Source: an optimization exercise on an open RTL-to-GDS flow (aim: small area, a short achievable clock period and few clock cycles per item). Production flows keep margins and buffers that such runs may drop.
The RTL was checked by simulation tests, not by an equivalence proof against the original design.

==> flow/design.v (outline; a module is shown in full before it is edited, if it fits) <==
// module cellstep_coef: 269 lines
// module cellstep_div: 66 lines
// module cellstep_div_steps: 29 lines
// module cellstep: 4079 lines
module cellstep (
    input  wire        clk,
    input  wire        rst,
    input  wire        in_valid,
    output wire        in_ready,
    input  wire        rec_valid,
    input  wire        rec_pend,
    input  wire        rec_out,
    input  wire        hold,
    input  wire [31:0] dcur,
    input  wire [31:0] dstep,
    input  wire [31:0] gcur,
    input  wire [31:0] gstep,
    input  wire [15:0] nrem,
    input  wire [15:0] plen,
    input  wire [31:0] td,
    input  wire [31:0] tg,
    input  wire [31:0] x_m1,      
    input  wire [31:0] x_0,       
    input  wire [31:0] x_p1,      
    input  wire [31:0] x_p2,      
    output wire        out_valid,
    input  wire        out_ready,
    output wire        o_valid,
    output wire        o_pend,
    output wire [31:0] o_dcur,
    output wire [31:0] o_dstep,
    output wire [31:0] o_gcur,
    output wire [31:0] o_gstep,
    output wire [15:0] o_nrem,
    output wire [47:0] contrib
);
  // ...
==> flow/flow/run.sh <==
#!/bin/bash
# The standard layout (standard.sh, unchanged synthesis and steps),
# with the port buffers that buffer_ports inserts made plain buf_1 cells
# instead of the delay buffer it picks by default.
set -euo pipefail
bash standard.sh "BUFFER_PORTS_ARGS=-buffer_cell sky130_fd_sc_hd__buf_1" finish > flow_standard.log 2>&1
==> flow/standard.sh <==
#!/bin/bash
# synth_recipe.tcl (not shown) runs the flow's synth.tcl, then flattens the netlist and writes it again
# the make line also repeats each setting of config.mk as NAME=value (left out here)
make -C /OpenROAD-flow-scripts/flow DESIGN_CONFIG=/design/flow/config.mk WORK_HOME=/design/flow/orfs CLKGATE_MAP_FILE= SYNTH_SCRIPT=/design/flow/synth_recipe.tcl "${@:-finish}"
==> flow/config.mk <==
export PLATFORM = sky130hd
export DESIGN_NAME = cellstep
export DESIGN_NICKNAME = cellstep
export VERILOG_FILES = /design/flow/design.v
export SDC_FILE = /design/flow/constraint.sdc
export NUM_CORES = 4
export LEC_CHECK = 0
export ABC_CLOCK_PERIOD_IN_PS = 4000
export CAP_MARGIN = 20
export CORE_MARGIN = 2
export CORE_UTILIZATION = 40
export SETUP_SLACK_MARGIN = 5
export SLEW_MARGIN = 20
export SYNTH_MEMORY_MAX_BITS = 32768
==> flow/constraint.sdc <==
create_clock -name core_clock -period 12.0 [get_ports {clk}]
set_input_delay 2.4000 -clock core_clock [delete_from_list [all_inputs] [get_ports {clk}]]
set_output_delay 2.4000 -clock core_clock [all_outputs]
set_load 0.01 [all_outputs]
==> impl_metrics.env, run 1 <==
export IMPL_clkbuf_count=168
export IMPL_cp_startpoint="u_div.ag[1]"
export IMPL_area_growth_pct=12.5
export IMPL_initial_core_util=0.402
export IMPL_hp_start="gcur0[24]"
export IMPL_endpoint="o_gstep[29]"
export IMPL_status="complete, no violations"
export IMPL_synth_cell_types=104
export IMPL_vias=115000
export IMPL_hold_path_depth=0
export IMPL_first_pass_iters=7
export IMPL_ff_latch_area_um2=33500
export IMPL_synth_fa_ha_area_frac=0.252
export IMPL_fp_dieW_um=581
export IMPL_multi_input_cells=10800
export IMPL_nNonClkBuffers=1112
export IMPL_io_pins=556
export IMPL_numClockSinks=1129
export IMPL_drt_total_wl_um=534000
export IMPL_setup_viol=0
export IMPL_fin_tns_setup_ps=0
export IMPL_start_kind="flip-flop"
export IMPL_largest_cell_class="multi-input gates"
export IMPL_hold_path_class="reg2reg"
export IMPL_r2r_end="t2a2[33]"
export IMPL_bufAreaShareNonClock=0.0510
export IMPL_required_ps=9600
export IMPL_synthesis_instances=14200
export IMPL_n_all_inverters=1235
export IMPL_cts_tree="yes"
export IMPL_dp_cells=18400
export IMPL_finalNonFillerCells=18900
export IMPL_post_route_drc_count=0
export IMPL_end_kind="primary output"
export IMPL_reg_top3="t2a2: 64 flops, t2b2: 63 flops"
export IMPL_cts_root_buf="clkbuf_16"
export IMPL_sh_seq_area=0.224
export IMPL_clk_insertion_delay_late_ps=890
export IMPL_period_needed_ps=7290
export IMPL_largest_reg_flops=64
Testbench counts, summed over its fixed seeds: cycles 6,022, items 4,800.
==> module cellstep_div, before the edit <==
module cellstep_div (
    input  wire        clk,
    input  wire        rst,
    input  wire        start,
    input  wire        consume,
    input  wire [31:0] adiv,      
    input  wire [31:0] gdiv,      
    input  wire [11:0] rdiv,      
    input  wire [11:0] rgdiv,
    input  wire [2:0]  c,         
    input  wire [15:0] n,
    input  wire [17:0] n3,        
    output wire        idle,
    output reg         done,
    output wire [31:0] qd,
    output wire [31:0] qg
);
    reg        busy;
    reg [2:0]  cnt;
    reg [31:0] ad, ag;
    reg [15:0] rd, rg;
    reg [15:0] nr;
    reg [17:0] n3r;
    wire [31:0] a_d = start ? adiv : ad;
    wire [31:0] a_g = start ? gdiv : ag;
    wire [15:0] r_d = start ? {4'd0, rdiv} : rd;
    wire [15:0] r_g = start ? {4'd0, rgdiv} : rg;
    wire [15:0] nn  = start ? n : nr;
    wire [17:0] nn3 = start ? n3 : n3r;
    wire [31:0] a_d2, a_g2;
    wire [15:0] r_d2, r_g2;
    cellstep_div_steps u_sd (.a(a_d), .r(r_d), .n(nn), .n3(nn3), .a_o(a_d2), .r_o(r_d2));
    cellstep_div_steps u_sg (.a(a_g), .r(r_g), .n(nn), .n3(nn3), .a_o(a_g2), .r_o(r_g2));
    always @(posedge clk) begin
        if (rst) begin
            busy <= 1'b0;
            done <= 1'b0;
        end else if (start) begin
            busy <= 1'b1;
        end else if (busy) begin
            if (cnt == 3'd1) begin
                busy <= 1'b0;
                done <= 1'b1;
            end
        end else if (consume) begin
            done <= 1'b0;
        end
        if (start)
            cnt <= c - 3'd1;
        else if (busy)
            cnt <= cnt - 3'd1;
        if (start || busy) begin
            ad <= a_d2;
            ag <= a_g2;
            rd <= r_d2;
            rg <= r_g2;
        end
        if (start) begin
            nr  <= n;
            n3r <= n3;
        end
    end
    assign idle = ~busy & ~done;
    assign qd = ad;
    assign qg = ag;
endmodule
==> run 2, diff against run 1 <==
--- a/flow/design.v
+++ b/flow/design.v
@@ -277,24 +277,28 @@
     input  wire [11:0] rdiv,      
     input  wire [11:0] rgdiv,
     input  wire [2:0]  c,         
     input  wire [15:0] n,
     input  wire [17:0] n3,        
     output wire        idle,
     output reg         done,
     output wire [31:0] qd,
-    output wire [31:0] qg
+    output wire [31:0] qg,
+    output wire [15:0] remd,      
+    output wire [15:0] remg,
+    output wire [15:0] nm1        
 );
     reg        busy;
     reg [2:0]  cnt;
     reg [31:0] ad, ag;
     reg [15:0] rd, rg;
     reg [15:0] nr;
     reg [17:0] n3r;
+    reg [15:0] nm1r;
     wire [31:0] a_d = start ? adiv : ad;
     wire [31:0] a_g = start ? gdiv : ag;
     wire [15:0] r_d = start ? {4'd0, rdiv} : rd;
     wire [15:0] r_g = start ? {4'd0, rgdiv} : rg;
     wire [15:0] nn  = start ? n : nr;
     wire [17:0] nn3 = start ? n3 : n3r;
     wire [31:0] a_d2, a_g2;
     wire [15:0] r_d2, r_g2;
@@ -320,23 +324,27 @@
             cnt <= cnt - 3'd1;
         if (start || busy) begin
             ad <= a_d2;
             ag <= a_g2;
             rd <= r_d2;
             rg <= r_g2;
         end
         if (start) begin
-            nr  <= n;
-            n3r <= n3;
+            nr   <= n;
+            n3r  <= n3;
+            nm1r <= n - 16'd1;
         end
     end
     assign idle = ~busy & ~done;
     assign qd = ad;
     assign qg = ag;
+    assign remd = rd;
+    assign remg = rg;
+    assign nm1  = nm1r;
 endmodule
 module cellstep_div_steps (
     input  wire [31:0] a,
     input  wire [15:0] r,
     input  wire [15:0] n,
     input  wire [17:0] n3,
     output wire [31:0] a_o,
     output wire [15:0] r_o
@@ -410,23 +418,21 @@
     wire div_start = v0 & pd0 & ~st0 & div_idle;
     wire rdy_a = ~v0 | (ok0 & (~v1 | ~v2));
     wire rdy_b = ok0 & ok2;
     assign in_ready  = rdy_a | (rdy_b & out_ready);
     assign out_valid = v2 & ok2;
     wire [15:0] in_n  = rec_out ? OUT_RAMP : plen;
     wire [17:0] in_n3 = {2'b00, in_n} + {1'b0, in_n, 1'b0};
     wire [32:0] in_dd1 = {1'b0, td} - {1'b0, dcur};
-    wire [31:0] in_dd2 = dcur - td;
     wire        in_dneg = in_dd1[32];
-    wire [31:0] in_dabs = in_dneg ? in_dd2 : in_dd1[31:0];
+    wire [31:0] in_dabs = in_dd1[31:0] ^ {32{in_dneg}};
     wire [32:0] in_gd1 = {tg[31], tg} - {gcur[31], gcur};
-    wire [32:0] in_gd2 = {gcur[31], gcur} - {tg[31], tg};
     wire        in_gneg = in_gd1[32];
-    wire [31:0] in_gabs = in_gneg ? in_gd2[31:0] : in_gd1[31:0];
+    wire [31:0] in_gabs = in_gd1[31:0] ^ {32{in_gneg}};
     wire        in_n12 = (in_n[15:12] != 4'd0);
     wire        in_n8  = (in_n[15:8] != 8'd0);
     wire [2:0]  in_c   = in_n12 ? 3'd5 : in_n8 ? 3'd6 : 3'd7;
     wire [31:0] in_da  = in_n12 ? {in_dabs[19:0], 12'd0} : in_n8 ? {in_dabs[23:0], 8'd0} : {in_dabs[27:0], 4'd0};
     wire [31:0] in_ga  = in_n12 ? {in_gabs[19:0], 12'd0} : in_n8 ? {in_gabs[23:0], 8'd0} : {in_gabs[27:0], 4'd0};
     wire [11:0] in_dr  = in_n12 ? in_dabs[31:20] : in_n8 ? {4'd0, in_dabs[31:24]} : {8'd0, in_dabs[31:28]};
     wire [11:0] in_gr  = in_n12 ? in_gabs[31:20] : in_n8 ? {4'd0, in_gabs[31:24]} : {8'd0, in_gabs[31:28]};
     wire        in_k0 = (dcur[31:20] == 12'd0);
@@ -4413,30 +4419,36 @@
             gcur2   <= (step1 & ~pd1) ? gcur1 + gstep1 : gcur1;
             gstep2  <= gstep1;
             onrem2  <= onrem1;
             t2a2    <= t2a;
             t2b2    <= t2b;
         end
     end
     wire [31:0] qd, qg;
+    wire [15:0] rem_d, rem_g, div_nm1;
     cellstep_div u_div (
         .clk(clk), .rst(rst),
         .start(div_start), .consume(mv2 & pd2),
         .adiv(dabs0), .gdiv(gabs0), .rdiv(dr0), .rgdiv(gr0), .c(c0),
         .n(n0), .n3(n3_0),
-        .idle(div_idle), .done(div_done), .qd(qd), .qg(qg));
+        .idle(div_idle), .done(div_done), .qd(qd), .qg(qg),
+        .remd(rem_d), .remg(rem_g), .nm1(div_nm1));
     wire [63:0] prod2 = t2a2 + t2b2;
     wire        dadd  = step2 & ~zd2;               
-    wire [31:0] qds   = dneg2 ? 32'd0 - qd : qd;
-    wire [31:0] qgs   = gneg2 ? 32'd0 - qg : qg;
-    wire        dcin  = dadd & dneg2;
-    wire        gcin  = step2 & gneg2;
-    wire [31:0] pdcur = dcur2 + (({32{dadd}} & qd) ^ {32{dcin}}) + {31'd0, dcin};
-    wire [31:0] pgcur = gcur2 + (({32{step2}} & qg) ^ {32{gcin}}) + {31'd0, gcin};
+    wire        dfix  = dneg2 & (rem_d == div_nm1);
+    wire        gfix  = gneg2 & (rem_g == div_nm1);
+    wire [31:0] dqx   = qd ^ {32{dneg2}};
+    wire [31:0] gqx   = qg ^ {32{gneg2}};
+    wire        dci   = dneg2 & ~dfix;
+    wire        gci   = gneg2 & ~gfix;
+    wire [31:0] qds   = dqx + {31'd0, dci};
+    wire [31:0] qgs   = gqx + {31'd0, gci};
+    wire [31:0] pdcur = dcur2 + ({32{dadd}} & dqx) + {31'd0, dadd & dci};
+    wire [31:0] pgcur = gcur2 + ({32{step2}} & gqx) + {31'd0, step2 & gci};
     assign o_valid = ovalid2;
     assign o_pend  = opend2;
     assign o_dcur  = pd2 ? pdcur : dcur2;
     assign o_dstep = pd2 ? (zd2 ? 32'd0 : qds) : dstep2;
     assign o_gcur  = pd2 ? pgcur : gcur2;
     assign o_gstep = pd2 ? qgs : gstep2;
     assign o_nrem  = onrem2;
     assign contrib = {{12{prod2[63]}}, prod2[63:28]};
--- a/flow/config.mk
+++ b/flow/config.mk
@@ -4,11 +4,12 @@
 export VERILOG_FILES = /design/flow/design.v
 export SDC_FILE = /design/flow/constraint.sdc
 export NUM_CORES = 4
 export LEC_CHECK = 0
 export ABC_CLOCK_PERIOD_IN_PS = 4000
 export CAP_MARGIN = 20
 export CORE_MARGIN = 2
 export CORE_UTILIZATION = 40
+export CTS_CLUSTER_SIZE = 24
 export SETUP_SLACK_MARGIN = 5
 export SLEW_MARGIN = 20
 export SYNTH_MEMORY_MAX_BITS = 32768
==> impl_metrics.env, run 2 <==
export IMPL_status="complete, no violations"
export IMPL_grt_ovfl_total=0
export IMPL_setup_ws_ps=3990
export IMPL_cp_slowest_cell="edfxtp_1"
export IMPL_required_ps=9600
export IMPL_fp_dieW_um=578
export IMPL_synth_top_area_frac=0.252
export IMPL_cts_max_path_buffers=4
export IMPL_clkSlewWorstSetupHoldPaths_ps=60
export IMPL_period_share=0.668
export IMPL_end_kind="primary output"
export IMPL_viasPerCell=6.04
export IMPL_h_tree_depth=4
export IMPL_synth_flop_cell="edfxtp_1"
export IMPL_top_register="t2a2"
export IMPL_cts_made_buffers=149
export IMPL_area_growth_pct=14.2
export IMPL_slowest_delay_ps=520
export IMPL_hpwl_um=368000
export IMPL_gp_congestion=1.04
export IMPL_ys_top_cells_by_area="edfxtp_1, fa_1, xor2_1"
export IMPL_final_antenna_net_count=0
export IMPL_post_route_drc_count=0
export IMPL_start_kind="flip-flop"
export IMPL_io_pins=556
export IMPL_crit_chain="buf_4, xnor2_1, nand4_1, o31a_1, nand2_1, fa_2, inv_2, fa_2, a21o_1, a21o_1, a21boi_2, o21ai_2, or4_4, a31oi_4, o311ai_4, a31oi_2, o21bai_1, a21oi_1, xnor2_1, mux2_2, clkbuf_2"
export IMPL_finalClockSkew_ps=62.1
export IMPL_setup_viol=0
export IMPL_mostFrequentLayoutCells="fa_1, edfxtp_1, xor2_1"
export IMPL_criticalPathCategory="reg2out"
export IMPL_hold_buffers=0
export IMPL_drive_above_1_share=0.117
export IMPL_rsz0062_at_grt="yes"
export IMPL_grt_start_max_net_pins=152
export IMPL_max_cap_violations=0
export IMPL_cts_tree="yes"
export IMPL_first_pass_iters=7
export IMPL_period_needed_ps=8010
export IMPL_synthesis_instances=13800
export IMPL_rows=210
export IMPL_place_ws_ps=2750
export IMPL_hold_path_class="reg2reg"
export IMPL_numClockSinks=1145
export IMPL_syn_area_um2=132000
export IMPL_initial_core_util=0.402
export IMPL_yosys_register_bits=1145
export IMPL_yosysTopAreaCell="edfxtp_1"
export IMPL_synth_cell_types=111
export IMPL_wl_per_cell_um=28.0
export IMPL_grt_pass1_vias=108000
export IMPL_grt_pass1_wl_um=747000
export IMPL_clk_insertion_delay_late_ps=870
export IMPL_antenna_found_initial=39
export IMPL_synthTopCellsByCount="fa_1, inv_1, xor2_1"
export IMPL_hold_viol=0
export IMPL_final_max_slew_viol_count=0
export IMPL_drt_total_wl_um=522000
export IMPL_fmax_mhz=125
export IMPL_synth_area_per_cell_um2=9.51
export IMPL_fin_tns_setup_ps=0
export IMPL_cp_max_fo=5
export IMPL_worst_pin_slew_ps=1370
export IMPL_finalNonFillerCells=18600
export IMPL_seq_area_frac_synth=0.258
export IMPL_drt_iter0_drc=13900
export IMPL_core_um2=327000
export IMPL_fin_area_um2=150000
export IMPL_mostFrequentLayoutCell="fa_1"
export IMPL_die_area_um2=334000
export IMPL_yosysMostFrequentCell="fa_1"
export IMPL_cp_arrival_ps=5610
export IMPL_async_flop_share=0
export IMPL_track_usage=0.301
export IMPL_dpl_cell_area_um2=138000
export IMPL_slew_headroom=0.0856
export IMPL_nFillCells=31000
export IMPL_finalNetCount=16400
export IMPL_dp_cells=18000
export IMPL_fp_dieH_um=578
export IMPL_synth_warnings=4
export IMPL_cts_root_buf="clkbuf_16"
export IMPL_io_buffers=555
export IMPL_largest_reg_flops=64
export IMPL_synth_edf_count=1105
export IMPL_reg_top3="t2a2: 64 flops, t2b2: 63 flops"
export IMPL_vias=112000
==> run 2: cell type report <==
type                    instances  area, um2  area share
repair inverters                2       17.5    0.000117
clock buffers                 168       3830      0.0255
repair buffers               1187       8520      0.0567
multi-input cells           10500      93100       0.620
inverters                    1139       4320      0.0288
flip-flops and latches       1145      34000       0.226
clock inverters                93        885     0.00589
diodes                         22       55.1    0.000367
well taps                    4346       5440      0.0362
==> run 2: path summary, 6_finish.rpt <==
kind / slack [ps] / cells past startpoint / from / to
setup reg to reg: 4810 / 27 / t1a1[1] / t2a2[34]
setup / recovery: 3990 / 21 / u_div.nm1r[11] / o_dcur[30]
hold / removal: 400 / 0 / onrem1[1] / onrem2[1]
hold reg to reg: 400 / 0 / onrem1[1] / onrem2[1]
==> run 2: repair_timing <==
action                                  4_1_cts  5_1_grt
pin swaps                                   201      267
endpoints found under the setup margin      217      183
buffers inserted                            147      163
gates cloned                                 20       13
gates resized for setup                     430      548
==> run 2: routing by layer <==
| metal | track usage | share of wire | vias to the layer above |
|---|---|---|---|
| met5 | 0.00241 | 0.00022 | - |
| li1 | - | - | 49100 |
| met2 | 0.438 | 0.42 | 6862 |
| met4 | 0.153 | 0.061 | 22 |
| met1 | 0.402 | 0.40 | 55100 |
| met3 | 0.0935 | 0.12 | 1399 |
==> run 2: per-stage QoR <==
| stage | utilization | hold WS (ps) |
|---|---|---|
| finish | 0.459 | 399 |
| global route | 0.459 | 414 |
| detailed placement | 0.421 | 405 |
| global placement | 0.421 | 401 |
| floorplan | - | 400 |
| CTS | 0.446 | 399 |
==> run 2: logic make-up (layout without fill, tap and decap cells) <==
| kind of cell | Yosys count | in the layout | share of synthesized area |
|---|---|---|---|
| flip-flops | 1145 | 1145 | 0.258 |
| XOR/XNOR | 2002 | 2003 | 0.133 |
| other | 1 | 24 | 0.0000285 |
| multiplexers | 237 | 237 | 0.0196 |
| buffers and inverters | 2177 | 2589 | 0.0630 |
| AO/OA/AOI/OAI | 3631 | 3634 | 0.181 |
| adder cells (fa/ha/maj) | 1916 | 1916 | 0.249 |
| AND/OR/NAND/NOR | 2721 | 2722 | 0.0953 |
==> run 2: critical path: cells and delay by family (launching register included) <==
family | cells | cell delay, ps
xor gates and xnor gates | 2 | 290
DFF | 1 | 520
and+or+nand+nor | 3 | 720
AOI/OAI and AO/OA | 10 | 2020
muxes | 1 | 280
adders and majority gates | 2 | 590
buffers and inverters | 3 | 370
Testbench counts of run 2, summed over its fixed seeds: cycles 6,022, items 4,800.

-- port drivers added, routing unchanged --
No port has a modelled driver above. Below, the same layouts with a new extraction and two added sets of constraints.
Step 1 assumes that a clkbuf_16 drives the clock port and a buf_2 every other input.
Step 2 moves the port delays by t, midway between the first and last clock arrival at a register: inputs arrive t later, outputs are due t later. That takes back most of the time a late clock gives input paths.
Slacks: ideal ports / drivers / drivers and shift; pairs: ideal ports / drivers.
run | t, ns | slack for setup (ns) | hold slack, ns | clock arrival spread, ns | cell pins on the clock port's net
run 1 | 0.956 | 4.715 / 4.605 / 4.229 | 0.351 / 0.351 / 0.351 | 0.097 / 0.097 | 1
run 2 | 0.931 | 3.988 / 3.893 / 4.288 | 0.399 / 0.399 / 0.399 | 0.063 / 0.063 | 1
After both steps every run listed still meets setup and hold. The setup slack of run 1, which loses most, moves by -0.110 ns with the drivers and by -0.486 ns with both steps.
